From an optimization exercise on the open Yosys and OpenROAD flow, aimed at small area and a short achievable clock period; shortcuts taken in it are not production practice. Function was checked by simulation only, so behaviour that the tests miss may differ from the original.

--- flow/config.mk ---
export PLATFORM = sky130hd
export DESIGN_NAME = rs108_line_dec
export DESIGN_NICKNAME = rs108_line_dec
export VERILOG_FILES = /design/flow/design.v
export SDC_FILE = /design/flow/constraint.sdc
export NUM_CORES = 4
export LEC_CHECK = 0
export CAP_MARGIN = 20
export CORE_MARGIN = 2
export CORE_UTILIZATION = 40
export SLEW_MARGIN = 20
--- flow/constraint.sdc ---
create_clock -name core_clock -period 16.5 [get_ports {clk}]
set_input_delay 3.3000 -clock core_clock [delete_from_list [all_inputs] [get_ports {clk}]]
set_output_delay 3.3000 -clock core_clock [all_outputs]
set_load 0.01 [all_outputs]
--- flow/design.v ---
module rs108_beat_dec (
    input  wire [39:0] cw,
    input  wire        mark_en,
    input  wire [3:0]  mark_dev,
    output reg  [31:0] data,
    output reg  [1:0]  cls,
    output reg  [3:0]  loc
);
    function [3:0] gf_exp;
        input [3:0] k;
        begin
            case (k)
                4'd0:  gf_exp = 4'h1;
                4'd1:  gf_exp = 4'h2;
                4'd2:  gf_exp = 4'h4;
                4'd3:  gf_exp = 4'h8;
                4'd4:  gf_exp = 4'h3;
                4'd5:  gf_exp = 4'h6;
                4'd6:  gf_exp = 4'hc;
                4'd7:  gf_exp = 4'hb;
                4'd8:  gf_exp = 4'h5;
                4'd9:  gf_exp = 4'ha;
                4'd10: gf_exp = 4'h7;
                4'd11: gf_exp = 4'he;
                4'd12: gf_exp = 4'hf;
                4'd13: gf_exp = 4'hd;
                4'd14: gf_exp = 4'h9;
                default: gf_exp = 4'h1;
            endcase
        end
    endfunction
    function [3:0] gf_log;
        input [3:0] x;
        begin
            case (x)
                4'h1: gf_log = 4'd0;
                4'h2: gf_log = 4'd1;
                4'h4: gf_log = 4'd2;
                4'h8: gf_log = 4'd3;
                4'h3: gf_log = 4'd4;
                4'h6: gf_log = 4'd5;
                4'hc: gf_log = 4'd6;
                4'hb: gf_log = 4'd7;
                4'h5: gf_log = 4'd8;
                4'ha: gf_log = 4'd9;
                4'h7: gf_log = 4'd10;
                4'he: gf_log = 4'd11;
                4'hf: gf_log = 4'd12;
                4'hd: gf_log = 4'd13;
                4'h9: gf_log = 4'd14;
                default: gf_log = 4'd0;
            endcase
        end
    endfunction
    function [3:0] gf_mul_a;
        input [3:0] x;
        begin
            gf_mul_a = {x[2:0], 1'b0} ^ (x[3] ? 4'h3 : 4'h0);
        end
    endfunction
    function [3:0] mod15_add;
        input [3:0] a;
        input [3:0] b;
        reg [4:0] s;
        begin
            s = {1'b0, a} + {1'b0, b};
            mod15_add = (s >= 5'd15) ? s - 5'd15 : s[3:0];
        end
    endfunction
    function [3:0] mod15_sub;
        input [3:0] a;
        input [3:0] b;
        begin
            mod15_sub = (a >= b) ? a - b : a + 4'd15 - b;
        end
    endfunction
    reg [3:0] s1, s2;
    integer i;
    always @* begin
        s1 = 4'h0;
        s2 = 4'h0;
        for (i = 9; i >= 0; i = i - 1) begin
            s1 = gf_mul_a(s1) ^ cw[4*i +: 4];
            s2 = gf_mul_a(gf_mul_a(s2)) ^ cw[4*i +: 4];
        end
    end
    wire [3:0] log_s1 = gf_log(s1);
    wire [3:0] log_s2 = gf_log(s2);
    wire       s1_nz  = (s1 != 4'h0);
    wire       s2_nz  = (s2 != 4'h0);
    wire [3:0] err_loc = mod15_sub(log_s2, log_s1);
    wire [3:0] err_val = gf_exp(mod15_sub(mod15_add(log_s1, log_s1), log_s2));
    wire [3:0] ers_s2  = s1_nz ? gf_exp(mod15_add(log_s1, mark_dev)) : 4'h0;
    wire [3:0] ers_val = s1_nz ? gf_exp(mod15_sub(log_s1, mark_dev)) : 4'h0;
    reg [3:0] fix_pos;
    reg [3:0] fix_val;
    integer j;
    always @* begin
        cls     = 2'd0;
        loc     = 4'd0;
        fix_pos = 4'd0;
        fix_val = 4'h0;
        if (mark_en) begin
            if (s2 == ers_s2) begin
                fix_pos = mark_dev;
                fix_val = ers_val;
            end else begin
                cls = 2'd2;
            end
        end else begin
            if (!s1_nz && !s2_nz) begin
                cls = 2'd0;
            end else if (s1_nz && s2_nz && err_loc <= 4'd9) begin
                cls     = 2'd1;
                loc     = err_loc;
                fix_pos = err_loc;
                fix_val = err_val;
            end else begin
                cls = 2'd2;
            end
        end
        for (j = 0; j < 8; j = j + 1)
            data[4*j +: 4] = cw[4*j +: 4] ^ ((fix_pos == j) ? fix_val : 4'h0);
    end
endmodule
module rs108_line_dec (
    input  wire         clk,
    input  wire         rst,
    input  wire         in_valid,
    input  wire [319:0] in_data,
    input  wire         in_mark_en,
    input  wire [3:0]   in_mark_dev,
    input  wire         in_retry_en,
    input  wire         in_reread,
    output reg          out_valid,
    output reg          out_last,
    output reg  [255:0] out_data,
    output reg  [2:0]   out_kind,
    output reg  [3:0]   out_dev,
    output reg  [3:0]   out_beat
);
    localparam KIND_CLEAN     = 3'd0;
    localparam KIND_CORRECTED = 3'd1;
    localparam KIND_ERASURE   = 3'd2;
    localparam KIND_RETRY_OK  = 3'd3;
    localparam KIND_RETRY     = 3'd4;
    localparam KIND_UNCORR    = 3'd5;
    reg       second_q;
    reg       mark_en_q;
    reg [3:0] mark_dev_q;
    reg       retry_en_q;
    reg       reread_q;
    reg [1:0] worst_cls_q;
    reg [2:0] worst_beat_q;
    reg [3:0] worst_loc_q;
    wire       mark_en  = second_q ? mark_en_q  : in_mark_en;
    wire [3:0] mark_dev = second_q ? mark_dev_q : in_mark_dev;
    wire       retry_en = second_q ? retry_en_q : in_retry_en;
    wire       reread   = second_q ? reread_q   : in_reread;
    wire [255:0] dec_data;
    wire [15:0]  dec_cls;
    wire [31:0]  dec_loc;
    genvar g;
    generate
        for (g = 0; g < 8; g = g + 1) begin : beat
            rs108_beat_dec u_dec (
                .cw       (in_data[40*g +: 40]),
                .mark_en  (mark_en),
                .mark_dev (mark_dev),
                .data     (dec_data[32*g +: 32]),
                .cls      (dec_cls[2*g +: 2]),
                .loc      (dec_loc[4*g +: 4])
            );
        end
    endgenerate
    reg [1:0] half_cls;
    reg [2:0] half_beat;
    reg [3:0] half_loc;
    integer k;
    always @* begin
        half_cls  = dec_cls[1:0];
        half_beat = 3'd0;
        half_loc  = dec_loc[3:0];
        for (k = 1; k < 8; k = k + 1) begin
            if (dec_cls[2*k +: 2] > half_cls) begin
                half_cls  = dec_cls[2*k +: 2];
                half_beat = k;
                half_loc  = dec_loc[4*k +: 4];
            end
        end
    end
    reg [1:0] line_cls;
    reg [3:0] line_beat;
    reg [3:0] line_loc;
    reg [2:0] line_kind;
    reg [3:0] line_dev;
    always @* begin
        if (half_cls > worst_cls_q) begin
            line_cls  = half_cls;
            line_beat = {1'b1, half_beat};
            line_loc  = half_loc;
        end else begin
            line_cls  = worst_cls_q;
            line_beat = {1'b0, worst_beat_q};
            line_loc  = worst_loc_q;
        end
        if (mark_en) begin
            line_dev = mark_dev;
            if (line_cls == 2'd2)
                line_kind = (retry_en && !reread) ? KIND_RETRY : KIND_UNCORR;
            else
                line_kind = reread ? KIND_RETRY_OK : KIND_ERASURE;
        end else begin
            case (line_cls)
                2'd0:    begin line_kind = KIND_CLEAN;     line_dev = 4'hf;     end
                2'd1:    begin line_kind = KIND_CORRECTED; line_dev = line_loc; end
                default: begin line_kind = KIND_UNCORR;    line_dev = 4'hf;     end
            endcase
        end
    end
    always @(posedge clk) begin
        if (rst) begin
            second_q     <= 1'b0;
            mark_en_q    <= 1'b0;
            mark_dev_q   <= 4'd0;
            retry_en_q   <= 1'b0;
            reread_q     <= 1'b0;
            worst_cls_q  <= 2'd0;
            worst_beat_q <= 3'd0;
            worst_loc_q  <= 4'd0;
            out_valid    <= 1'b0;
            out_last     <= 1'b0;
            out_data     <= 256'd0;
            out_kind     <= 3'd0;
            out_dev      <= 4'd0;
            out_beat     <= 4'd0;
        end else begin
            out_valid <= in_valid;
            if (in_valid) begin
                second_q <= ~second_q;
                out_last <= second_q;
                out_data <= dec_data;
                if (!second_q) begin
                    mark_en_q    <= in_mark_en;
                    mark_dev_q   <= in_mark_dev;
                    retry_en_q   <= in_retry_en;
                    reread_q     <= in_reread;
                    worst_cls_q  <= half_cls;
                    worst_beat_q <= half_beat;
                    worst_loc_q  <= half_loc;
                end else begin
                    out_kind <= line_kind;
                    out_dev  <= line_dev;
                    out_beat <= line_beat;
                end
            end
        end
    end
endmodule
--- flow/run.sh ---
#!/bin/bash
# synth_recipe.tcl (not shown) runs the flow's synth.tcl, then flattens the netlist and writes it again
# the make line also repeats each setting of config.mk as NAME=value (left out here)
make -C /OpenROAD-flow-scripts/flow DESIGN_CONFIG=/design/flow/config.mk WORK_HOME=/design/flow/orfs CLKGATE_MAP_FILE= SYNTH_SCRIPT=/design/flow/synth_recipe.tcl finish
==> parameters.txt <==
Parameter                              Value

Run status
  Status ... no timing/DRC/antenna violations

Critical path
  Startpoint of the lowest-slack register-to-register path ... second_q$_SDFFE_PP0P_
  Highest fanout seen on the critical path ... 5
  Reg2Reg Capture Point ... out_kind[1]$_SDFFE_PP0P_
  Worst endpoint required time ... 17.00 ns
  Number of buffer and inverter stages on the critical path ... 18
  Number of cell instances on the worst register-to-register path ... 66
  Kind of cell adding the most delay to the critical path ... compound AO/OA/AOI/OAI gates
  Delay contributed by the slowest stage of the critical path ... roughly 0.51 ns
  Type of destination of the critical path ... register
  Worst setup slack for register-to-register paths ... roughly 4.3 ns
  Cell occurring most often along the worst timing path ... inv_1
  Critical Path Source Type ... primary input
  Setup Crit Path Kind ... primary input to register
  Worst-path cell with the longest stage delay ... fa_1
  Signal arrival time at the worst endpoint ... 16.25 ns

Yosys
  Ys async rst share ... 0%
  Synth warnings ... 2
  Simple-gate share of the synthesized area ... ~16%
  Number of enable flip-flop cells after synthesis ... 0
  Distinct cell type count of the synthesized netlist ... roughly 120
  Adder-cell area share of the yosys netlist ... 15.4%
  Sequential-to-total area share from yosys stat ... roughly 14%
  Post-synth net total ... 5964
  Area fraction in compound gates after synthesis ... a little under a quarter
  Fraction of synthesized cell area in xor and xnor cells ... 21.3%
  Area share of the leading cell type in the synthesized netlist ... a little over an eighth
  Biggest area consumer among synthesized cells ... dfxtp_1
  Mapped Cells ... roughly 5000
  Mux contribution to synthesized area ... 5.00%
  Main combinational cell family by area after synthesis ... compound AO/OA/AOI/OAI gates
  Post-synthesis instance area ... 42100 µm²
  Number of storage elements in the synthesis netlist ... between 200 and 300
  Synth top area cells ... dfxtp_1, xnor2_1, ha_1, nor2_1, xor2_1
  Post-synthesis average cell area ... around 8 µm²
  Dominant synthesized flop cell ... dfxtp_1

Drt
  Initial DRC Count ... about 3300
  Detailed-route vias per instance ... around 5.7
  Number of DRC violations after detailed routing ... 0
  Routed Antenna Nets ... 0
  Wirelength per Cell ... approximately 22 µm
  Count of TritonRoute iterations in the first routing pass ... 6
  Via count ... 41800
  Total routed wirelength ... 159 mm

Cells and area
  Share of final-layout standard cells stronger than drive strength 1 ... approximately a tenth
  Final Net Count ... ~6700
  Count of filler cells inserted in the layout ... ~10000
  Top library cells by usage in the layout, fill and taps aside ... xnor2_1, clkdlybuf4s50_1, nor2_1
  Growth of design area from synthesis to finish ... 25.7%
  Area taken by flip-flops and latches ... around 5700 µm²
  Area used by multi-input combinational logic ... approximately 35000 µm²
  Most common cell after layout, fill and taps aside ... xnor2_1

CTS
  # clock sinks ... 286
  H-tree depth ... 2
  Number of hold-repair buffers added at the cts stage ... 0
  Clock root buffer ... clkbuf_16
  CTS clock-pin slew for the worst setup and hold paths ... approximately 0.06 ns
  Latest clock arrival within the worst-skew pair ... roughly 0.61 ns
  Number of clock buffers inserted by TritonCTS ... 39
  Number of buffers between clock root and the deepest sink ... 3
  CTS tree ... done

GRT
  Wire length of the first global-routing pass ... 238 mm
  Total GRT Usage ... between 20% and 30%
  Maximum number of pins on one net before global-route repair ... 94
  Number of antenna violations at the first check in global routing ... 4
  Number of global-route vias before repair ... 39000
  Global-route congestion overflow total ... 0

STA
  Max_slew headroom ... 26.4%
  Final-report setup violation count ... 0
  Actual slew at the worst max-slew pin ... approximately 1.1 ns
  Post-route clock period utilization ... between 90% and 100%
  Period minus WS final ... ~16 ns
  Max-slew violation count ... 0
  Hold Violations, Final ... 0
  Max Freq ... about 0.064 GHz
  Largest clock skew in the final design ... approximately 0.032 ns
  Final Hold Slack ... 0.464 ns

Die
  Row count ... 118
  I/O pins ... about 600
  Starting Density ... 40.5%
  Height of the die ... ~330 µm
  Core Area ... 104000 µm²
  Die extent in x ... 328 µm
  Die Area ... 108000 µm²

Min path
  Min-Delay Path Depth ... 2
  Startpoint of the worst hold path ... worst_loc_q[0]$_SDFFE_PP0P_
  Hold Path Sink ... worst_loc_q[0]$_SDFFE_PP0P_
  HP Class ... register to register

Run
  Number of violations of the max-capacitance limit ... 0

Placed design
  HPWL Detailed ... 128 mm
  Number of I/O port buffers ... roughly 600
  Final weighted congestion in routability-driven placement ... between 0.9 and 1
-- state kept, by name, summed over array words and instances (netlist names), 2 cells and up --
name,flops
out_kind,3
out_data,256
mark_dev_q,4
worst_cls_q,2
out_dev,4
worst_loc_q,4
worst_beat_q,3
out_beat,4
-- cell usage after synthesis, types with 18 or more instances --
library cell	number
a32oi_1	29
o211ai_1	40
o21ai_0	217
and3_1	27
nand2b_1	25
o31a_1	28
mux2i_1	74
o31ai_1	83
xnor3_1	63
and2_1	27
ha_1	427
nor2_1	505
mux2_2	35
or4_1	73
a211o_1	18
dfxtp_1	286
nor3_1	121
fa_1	56
o21a_1	32
a21oi_1	209
buf_2	23
nand2_1	255
o22ai_1	28
nand3_1	66
nor3b_1	18
o21bai_1	19
nor4_1	45
xor2_1	179
or3_1	96
nand4_1	31
mux4_2	43
xnor2_1	637
a31oi_1	35
a21boi_0	19
a311oi_1	154
clkbuf_1	188
a21o_1	69
a211oi_1	150
inv_1	370
-- layer usage --
| metal | vias up | track usage, % | part of all wire, % |
|---|---|---|---|
| met5 | - | 0 | 0 |
| met1 | 20100 | 38.3 | 45 |
| met3 | 219 | 2.80 | 5.5 |
| met2 | 1269 | 47.3 | 47 |
| li1 | 20100 | - | - |
| met4 | 0 | 7.94 | 2.8 |
-- worst min-delay path, stage by stage (launching register included) --
cell,delay [ns]
dfxtp_1,0.31
nand2_1,0.06
a21oi_1,0.05
-- cells by family (layout without fill, tap and decap cells) --
kind of cell | count (synthesis) | in the layout
other | 0 | 3
multiplexers | 152 | 152
XOR/XNOR | 899 | 899
flip-flops | 286 | 286
adder cells (fa/ha/maj) | 483 | 483
buffers and inverters | 605 | 1338
AO/OA/AOI/OAI | 1356 | 1356
AND/OR/NAND/NOR | 1370 | 1370
-- stage by stage --
| stage | cell area [µm²] | setup TNS [ns] | worst slack [ns] | cells | utilization, % |
|---|---|---|---|---|---|
| final | 52900 | 0 | 0.753 | 7267 | 50.9 |
| after detailed placement | 51200 | -2.62 | -0.353 | 7187 | 49.2 |
| after global placement | 51100 | -1.16 | -0.197 | 7186 | 49.2 |
| after floorplan | 42200 | 0 | 0.0354 | 5151 | - |
| after CTS | 52400 | 0 | 0.269 | 7256 | 50.4 |
| after global routing | 52900 | -0.0200 | -0.0111 | 7266 | 50.9 |
-- final cells by class --
type                       count  area share (%)
antenna                        3          0.0142
inverter                     378            2.69
tap                         1380            3.27
clock inverter                13           0.286
multi-input combinational   4260            65.3
sequential                   286            10.8
timing repair buffer         891            15.5
clock buffer                  56            2.12
-- worst max-delay path by stage --
stage                 from                        to  slack (ns)  depth (start not counted)
6_report       in_data[47]  out_kind[1]$_SDFFE_PP0P_        0.75                         77
5_1_grt        in_data[35]  out_kind[1]$_SDFFE_PP0P_       -0.01                         73
4_1_cts        in_data[53]   out_dev[3]$_SDFFE_PP0P_        0.27                         77
3_5_place_dp   in_data[53]   out_dev[3]$_SDFFE_PP0P_       -0.35                         78
3_3_place_gp   in_data[53]   out_dev[2]$_SDFFE_PP0P_       -0.20                         77
2_1_floorplan  in_data[22]  out_kind[1]$_SDFFE_PP0P_        0.04                         76
-- repair_timing --
action,in CTS,in global routing
setup buffers,0,6
hold endpoints to repair,0,0
setup endpoints to repair,0,12
gates resized for setup,0,73

-- port drivers added, routing unchanged --
How much do the figures lean on ideal ports? The routed layout below was timed once more, with nothing changed but the port constraints.
Step 1, drivers: a clkbuf_16 drives clk and a buf_2 each remaining input, both assumed.
Step 2 adds t to the input delays and takes it off the output delays; t is the mean of the earliest and latest rising clock arrival at the registers after step 1. Input paths then give back, and output paths get back, about the clock's delay inside the block.
Three values: no drivers, after step 1, after step 2; two values: the first two.
t (ns): 0.659
setup slack, ns: 0.753 / 0.786 / 0.127
hold WS [ns]: 0.464 / 0.464 / 0.464
worst setup path after step 2: input to register
After both steps this run still meets setup and hold. For this run, drivers alone change the setup slack by +0.033 ns; drivers and shift together by -0.626 ns.
